Background: an optimization exercise with open tools, aiming at small area, a short achievable clock period and few clock cycles per item. Do not read the settings as production practice.
In this exercise RTL edits were held to simulation tests only and were not proved equivalent to the original.
No activity file was given, so power comes from the tool's default toggle rates.

**flow/run.sh**
```bash
#!/bin/bash
# synth_recipe.tcl (not shown) runs the flow's synth.tcl, then flattens the netlist and writes it again
# the make line also repeats each setting of config.mk as NAME=value (left out here)
make -C /OpenROAD-flow-scripts/flow DESIGN_CONFIG=/design/flow/config.mk WORK_HOME=/design/flow/orfs CLKGATE_MAP_FILE= SYNTH_SCRIPT=/design/flow/synth_recipe.tcl finish
```
**flow/config.mk**
```make
export PLATFORM = sky130hd
export DESIGN_NAME = ras_strip_enc
export DESIGN_NICKNAME = ras_strip_enc
export VERILOG_FILES = /design/flow/design.v
export SDC_FILE = /design/flow/constraint.sdc
export NUM_CORES = 8
export LEC_CHECK = 0
export CAP_MARGIN = 20
export CORE_MARGIN = 2
export CORE_UTILIZATION = 30
export SLEW_MARGIN = 20
```
**flow/constraint.sdc**
```tcl
create_clock -name core_clock -period 18.0 [get_ports {clk}]
set_input_delay 3.6000 -clock core_clock [delete_from_list [all_inputs] [get_ports {clk}]]
set_output_delay 3.6000 -clock core_clock [all_outputs]
set_load 0.01 [all_outputs]
```
**flow/design.v**
```verilog
module ras_strip_enc #(
    parameter MAXW = 32                  
) (
    input  wire        clk,
    input  wire        rst,              
    input  wire        in_valid,
    output wire        in_ready,
    input  wire [15:0] in_data,          
    input  wire        in_sof,           
    input  wire        in_eof,           
    input  wire [4:0]  cfg_depth,        
    input  wire        cfg_mosaic,       
    input  wire [5:0]  cfg_width,        
    output wire        out_valid,
    input  wire        out_ready,
    output wire [7:0]  out_data,
    output wire        out_last          
);
    localparam ESC = 24;
    localparam LBA = $clog2(2 * MAXW);    
    localparam S_IN   = 2'd0;
    localparam S_CODE = 2'd1;
    localparam S_OUT  = 2'd2;
    reg [1:0]  state;
    reg [4:0]  depth;
    reg        mosaic;
    reg [5:0]  width;
    reg [5:0]  col;                      
    reg [1:0]  row;                      
    reg        row_odd;                  
    reg [15:0] lbuf [0:2*MAXW-1];        
    reg [15:0] left1, left2;             
    reg [15:0] up1, up2;                 
    reg [21:0] ctx_a [0:63];
    reg [6:0]  ctx_n [0:63];
    reg [5:0]  cur_ctx;
    reg [15:0] cur_m;
    reg        cur_eof;
    reg [47:0] acc;
    reg [5:0]  acc_bits;
    reg        eof_pend;
    wire        is_first  = in_sof;
    wire [4:0]  s_depth   = is_first ? cfg_depth  : depth;
    wire        s_mosaic  = is_first ? cfg_mosaic : mosaic;
    wire [5:0]  s_col     = is_first ? 6'd0 : col;
    wire [1:0]  s_row     = is_first ? 2'd0 : row;
    wire        s_odd     = is_first ? 1'b0 : row_odd;
    wire [16:0] mask_full = (17'd1 << s_depth) - 17'd1;
    wire [15:0] mask      = mask_full[15:0];
    wire [15:0] x         = in_data & mask;
    wire [1:0]  step      = s_mosaic ? 2'd2 : 2'd1;
    wire        top       = s_row < step;
    wire        lft       = s_col < {4'd0, step};
    wire        bank      = s_mosaic & s_odd;
    wire [LBA-1:0] lb_addr = bank ? MAXW + s_col : s_col;
    wire [15:0] a         = s_mosaic ? left2 : left1;
    wire [15:0] b         = lbuf[lb_addr];
    wire [15:0] d         = s_mosaic ? up2 : up1;
    wire [15:0] min_ab    = (a < b) ? a : b;
    wire [15:0] max_ab    = (a < b) ? b : a;
    reg  [15:0] pred;
    reg  [16:0] grad;
    always @(*) begin
        if (top && lft) begin
            pred = 16'd1 << (s_depth - 5'd1);
            grad = 17'd0;
        end else if (top) begin
            pred = a;
            grad = 17'd0;
        end else if (lft) begin
            pred = b;
            grad = 17'd0;
        end else begin
            if (d >= max_ab)
                pred = min_ab;
            else if (d <= min_ab)
                pred = max_ab;
            else
                pred = a + b - d;
            grad = ((a > d) ? {1'b0, a - d} : {1'b0, d - a})
                 + ((b > d) ? {1'b0, b - d} : {1'b0, d - b});
        end
    end
    reg  [3:0]  gclass;
    integer gi;
    always @(*) begin
        gclass = 4'd0;
        for (gi = 0; gi < 17; gi = gi + 1)
            if (grad[gi])
                gclass = (gi >= 14) ? 4'd15 : gi[3:0] + 4'd1;
    end
    wire [1:0]  colour    = s_mosaic ? {s_odd, s_col[0]} : 2'd0;
    wire [5:0]  ctx       = {colour, gclass};
    wire [15:0] diff      = (x - pred) & mask;
    wire [4:0]  msb       = s_depth - 5'd1;
    wire        neg       = diff[msb[3:0]];
    wire [16:0] m_full    = neg ? ((17'd2 << s_depth) - 17'd1 - {diff, 1'b0})
                                : {diff, 1'b0};
    wire [21:0] ca        = ctx_a[cur_ctx];
    wire [6:0]  cn        = ctx_n[cur_ctx];
    reg  [4:0]  k;
    integer ki;
    always @(*) begin
        k = depth;                               
        for (ki = 16; ki >= 0; ki = ki - 1)
            if (({16'd0, cn} << ki) >= {1'b0, ca} && ki < depth)
                k = ki[4:0];
    end
    wire [15:0] q         = cur_m >> k;
    wire        esc       = q >= ESC;
    reg  [39:0] code;
    reg  [5:0]  code_len;
    always @(*) begin
        if (esc) begin
            code     = ({16'd0, 24'hFFFFFF} << depth) | {24'd0, cur_m};
            code_len = 6'd24 + {1'b0, depth};
        end else begin
            code     = (((40'd1 << q[4:0]) - 40'd1) << (k + 5'd1))
                     | ({24'd0, cur_m} & ((40'd1 << k) - 40'd1));
            code_len = q[5:0] + 6'd1 + {1'b0, k};
        end
    end
    wire [21:0] a_sum     = ca + {6'd0, cur_m};
    wire [6:0]  n_sum     = cn + 7'd1;
    wire        have_byte = eof_pend ? (acc_bits != 6'd0) : (acc_bits >= 6'd8);
    assign in_ready = (state == S_IN);
    assign out_valid = (state == S_OUT) && have_byte;
    assign out_data  = acc[47:40];
    assign out_last  = eof_pend && (acc_bits <= 6'd8);
    integer i;
    always @(posedge clk) begin
        if (rst) begin
            state    <= S_IN;
            acc      <= 48'd0;
            acc_bits <= 6'd0;
            eof_pend <= 1'b0;
            col      <= 6'd0;
            row      <= 2'd0;
            row_odd  <= 1'b0;
        end else begin
            case (state)
            S_IN: if (in_valid) begin
                if (in_sof) begin
                    depth  <= cfg_depth;
                    mosaic <= cfg_mosaic;
                    width  <= cfg_width;
                    for (i = 0; i < 64; i = i + 1) begin
                        ctx_a[i] <= 22'd1 << (cfg_depth - 5'd6);
                        ctx_n[i] <= 7'd1;
                    end
                end
                cur_ctx  <= ctx;
                cur_m    <= m_full[15:0];
                cur_eof  <= in_eof;
                lbuf[lb_addr] <= x;
                left1    <= x;
                left2    <= left1;
                up1      <= b;
                up2      <= up1;
                if (s_col + 6'd1 == (is_first ? cfg_width : width)) begin
                    col     <= 6'd0;
                    row     <= (s_row == 2'd2) ? 2'd2 : s_row + 2'd1;
                    row_odd <= ~s_odd;
                end else begin
                    col     <= s_col + 6'd1;
                    row     <= s_row;
                    row_odd <= s_odd;
                end
                state <= S_CODE;
            end
            S_CODE: begin
                if (n_sum == 7'd64) begin
                    ctx_a[cur_ctx] <= (a_sum + 22'd1) >> 1;
                    ctx_n[cur_ctx] <= 7'd32;
                end else begin
                    ctx_a[cur_ctx] <= a_sum;
                    ctx_n[cur_ctx] <= n_sum;
                end
                acc      <= acc | (({code, 8'd0} << (6'd40 - code_len)) >> acc_bits);
                acc_bits <= acc_bits + code_len;
                eof_pend <= cur_eof;
                state    <= S_OUT;
            end
            S_OUT: begin
                if (!have_byte) begin
                    state    <= S_IN;
                    eof_pend <= 1'b0;
                end else if (out_ready) begin
                    acc      <= acc << 8;
                    acc_bits <= (acc_bits > 6'd8) ? acc_bits - 6'd8 : 6'd0;
                    if (out_last) begin
                        state    <= S_IN;
                        eof_pend <= 1'b0;
                    end
                end
            end
            default: state <= S_IN;
            endcase
        end
    end
endmodule
```
==> qor.txt <==
DR vias/cell -> 5.961
Post-layout min period -> 17.00 ns
Share of cells above drive strength 1 -> 12.13%
I/O Buffers -> 44
Met2 Use GR -> 35.57%
TritonCTS Sinks -> 3,045
CP startpoint -> in_sof
Die width -> 736.4 um
WP buf/inv -> 5
Dpl cell area -> 0.1720 mm2
PD cells -> 197.8 mW/mm2
Iteration-0 DRC Markers -> 21,430
Die extent in y -> 736.4 um
Fin crit share -> 94.47%
Top_reg_cell synth -> edfxtp_1
Sequential share of the synthesized area -> 56.42%
Clk Tree Root Cell -> clkbuf_16
FMAX -> 58.81 MHz
Leakage -> 60.33 nW
Critical Path RT -> 18.76 ns
Clk Latency, worst-skew pair -> 1.08 ns
Max Cap Viol -> 0
Slew Viols, Final -> 0
Distinct cells, synth -> 125
CTS tree -> yes
Mapped Avg Cell Area -> 10.77 um2
Clock skew -> 0.1622 ns
Vias post-DR -> 132,500
Slew @ Worst Pin -> 1.364 ns
Routed length per instance -> 30.06 um
Synth-to-layout area growth -> 13.58%
# hold bufs at CTS -> 0
Core area -> 0.5335 mm2
Seq cells post-synth -> 3,045
VDD IR-drop max -> 0.3635 mV
Post-synth EDFFs -> 2,979
Post-Layout Cell Count -> 22,220
Placer congestion estimate -> 0.9688
Yosys warnings -> 1
Inserted Clock Buffers -> 331
FILL cells -> 52,730
Worst hold stages -> 0
Cell Area, Synth -> 0.1609 mm2
First-pass GRT wire length -> 937,100 um
Die area -> 0.5422 mm2
Tot GR Track Use -> 23.56%
Slowest stage cell, crit path -> nor2_4
Dpl cells -> 21,590
Critical path arrival -> 17.76 ns
Synth top area share -> 55.59%
Routed Antenna Nets -> 0
RSZ-0062 raised after global routing -> false
R2R setup slack -> 1.83 ns
M1 GR Usage -> 31.24%
Total Wirelength -> 668,100 um
Longest Clk Path Bufs -> 4
Area contributors post-synth -> edfxtp_1 56%, o21ai_0 5.7%, nand2_1 5.6%
Synth area leader -> edfxtp_1
Finished Cell Area -> 0.1828 mm2
Most numerous cell in the Yosys netlist -> edfxtp_1
Outcome -> timing/DRC/antenna clean
# DRC -> 0
Final-report setup violation count -> 0
Crit-path max FO -> 27
Final hold violations -> 0
Setup Crit Path Kind -> input port to flip-flop
Critical path's top delay family -> compound AO/OA/AOI/OAI gates
Worst-path clk slew -> 0.07 ns
Largest net degree at the start of global routing -> 72
Most frequent CP cell -> a21o_1
# IOs -> 45
Met3 usage -> 6.236%
Antenna violations before repair -> 60
Crit Reg-Reg Endpoint -> acc[10]$_SDFFE_PP0P_
DPL Wire Length -> 425,700 um
Drt first pass iters -> 9
Crit. End Element -> flip-flop
Setup Buffers After CTS -> 0
Worst r2r src -> cur_ctx[2]$_SDFFCE_PP1P_
Startpoint types -> input port
Remaining global-route overflow -> 0
Fin nets -> 15,160
Max-slew headroom -> 9.081%
Crit path to -> cur_m[6]$_DFFE_PP_
Floorplan row count -> 268
Initial core utilization -> 30.16%
Crit path depth -> 71
Reg2Reg Depth -> 46
Min-Delay Path Class -> flip-flop to flip-flop
Post_cts resized -> 0
Asr flop ratio synth -> 0%
Via count of the first global-routing pass -> 123,700
H-tree levels -> 5
Syn Nets -> 15,330
Synth cell count leaders -> 2,979 x edfxtp_1, 2,401 x nand2_1, 1,838 x o21ai_0, 1,064 x nor2_1, 1,010 x clkbuf_1
GRT busiest layer -> met2
Max stage delay on crit path -> 0.70 ns
Post-Syn Instances -> 14,940
[worst min-delay path by stage]
stage / from / endpoint
after global routing: up1[2]$_DFFE_PP_ / up2[2]$_DFFE_PP_
after floorplan: left1[0]$_DFFE_PP_ / left2[0]$_DFFE_PP_
after global placement: up1[5]$_DFFE_PP_ / up2[5]$_DFFE_PP_
final: up1[2]$_DFFE_PP_ / up2[2]$_DFFE_PP_
after detailed placement: up1[9]$_DFFE_PP_ / up2[9]$_DFFE_PP_
after CTS: up1[2]$_DFFE_PP_ / up2[2]$_DFFE_PP_
[sequential cells by signal, indices dropped and copies added (netlist names), 2 cells and up]
signal	flops
acc	48
acc_bits	6
col	6
ctx_a	1408
ctx_n	448
cur_ctx	6
cur_m	16
depth	5
lbuf	1024
left1	16
left2	16
row	2
state	2
up1	16
up2	16
width	6
[cell type report]
type                    instances  area, um2  area share [%]
multi-input cells           10370      64850           35.48
clock inverters               202       1992           1.090
well taps                    7155       8952           4.898
repair buffers                798       6641           3.634
flip-flops and latches       3045      90790           49.67
clock buffers                 396       8589           4.700
inverters                     233      888.4          0.4861
diodes                         27      67.56         0.03697
[metrics by stage]
step	utilization (%)	setup slack (ns)	hold WS, ns	TNS, ns	total power [mW]
6_report	34.26	0.9961	0.3997	0	36.16
5_1_grt	34.25	0.1062	0.4218	0	37.38
4_1_cts	34.22	0.9807	0.4040	0	35.38
3_5_place_dp	32.24	-0.04512	0.4314	-0.1731	28.53
3_3_place_gp	32.20	-0.2846	0.4302	-2.699	28.60
2_1_floorplan	-	0.2356	0.4257	0	19.70
[cells in the final DEF, fill, tap and decap left out, types with 170 or more instances in the layout]
cell type,count
o21ai_0,1836
o22ai_1,176
a22oi_1,363
a21oi_1,587
ha_1,329
nor3_1,170
buf_4,711
nor2_1,1038
inv_1,217
nand3_1,204
edfxtp_1,2979
mux2i_1,436
clkbuf_16,333
a221oi_1,240
nand2_1,2335
[kinds of logic after synthesis]
group	synth area share (%)
mux	5.194
flops	56.42
buf+inv	3.897
xor+xnor	0.9036
fa+ha+maj	2.857
compound gates	18.59
simple gates	12.14
[power by group]
part	switching [mW]	leakage (nW)	internal, mW
Combinational	14.2	27.4	6.96
Clock	3.05	5.16	3.81
Sequential	0.0912	27.7	8.02
[per-layer routing]
layer	wire length [um]	vias to the layer above	part of all wire, %
met3	86870	1819	13
li1	-	56060	-
met5	324	-	0.048
met4	39050	41	5.8
met1	254000	65050	38
met2	287900	9507	43
[worst reg2reg max path, delay by kind of cell (launching register included)]
family	cells	cell delay (ns)
mux	3	0.57
fa+ha+maj	2	0.40
compound gates	19	7.06
flops	1	0.79
buf+inv	9	3.22
simple gates	13	4.04
Testbench counts, summed over its fixed seeds: cycles 492,713, items 127,122.

==> re-timing with driven ports <==
How much do the figures lean on ideal ports? The routed layout below was timed once more, with nothing changed but the port constraints.
Step 1 assumes that a clkbuf_16 drives the clock port and a buf_2 every other input.
Step 2 adds t to the input delays and takes it off the output delays; t is the mean of the earliest and latest rising clock arrival at the registers after step 1. Input paths then give back, and output paths get back, about the clock's delay inside the block.
Three values: no drivers, after step 1, after step 2; two values: the first two.
t (ns): 1.118
setup WS [ns]: 0.996 / 1.036 / -0.082
pins driven straight from the clock port: 1
Met with ideal ports but missed after step 2: setup timing in this run. For this run, drivers alone change the setup slack by +0.040 ns; drivers and shift together by -1.078 ns.
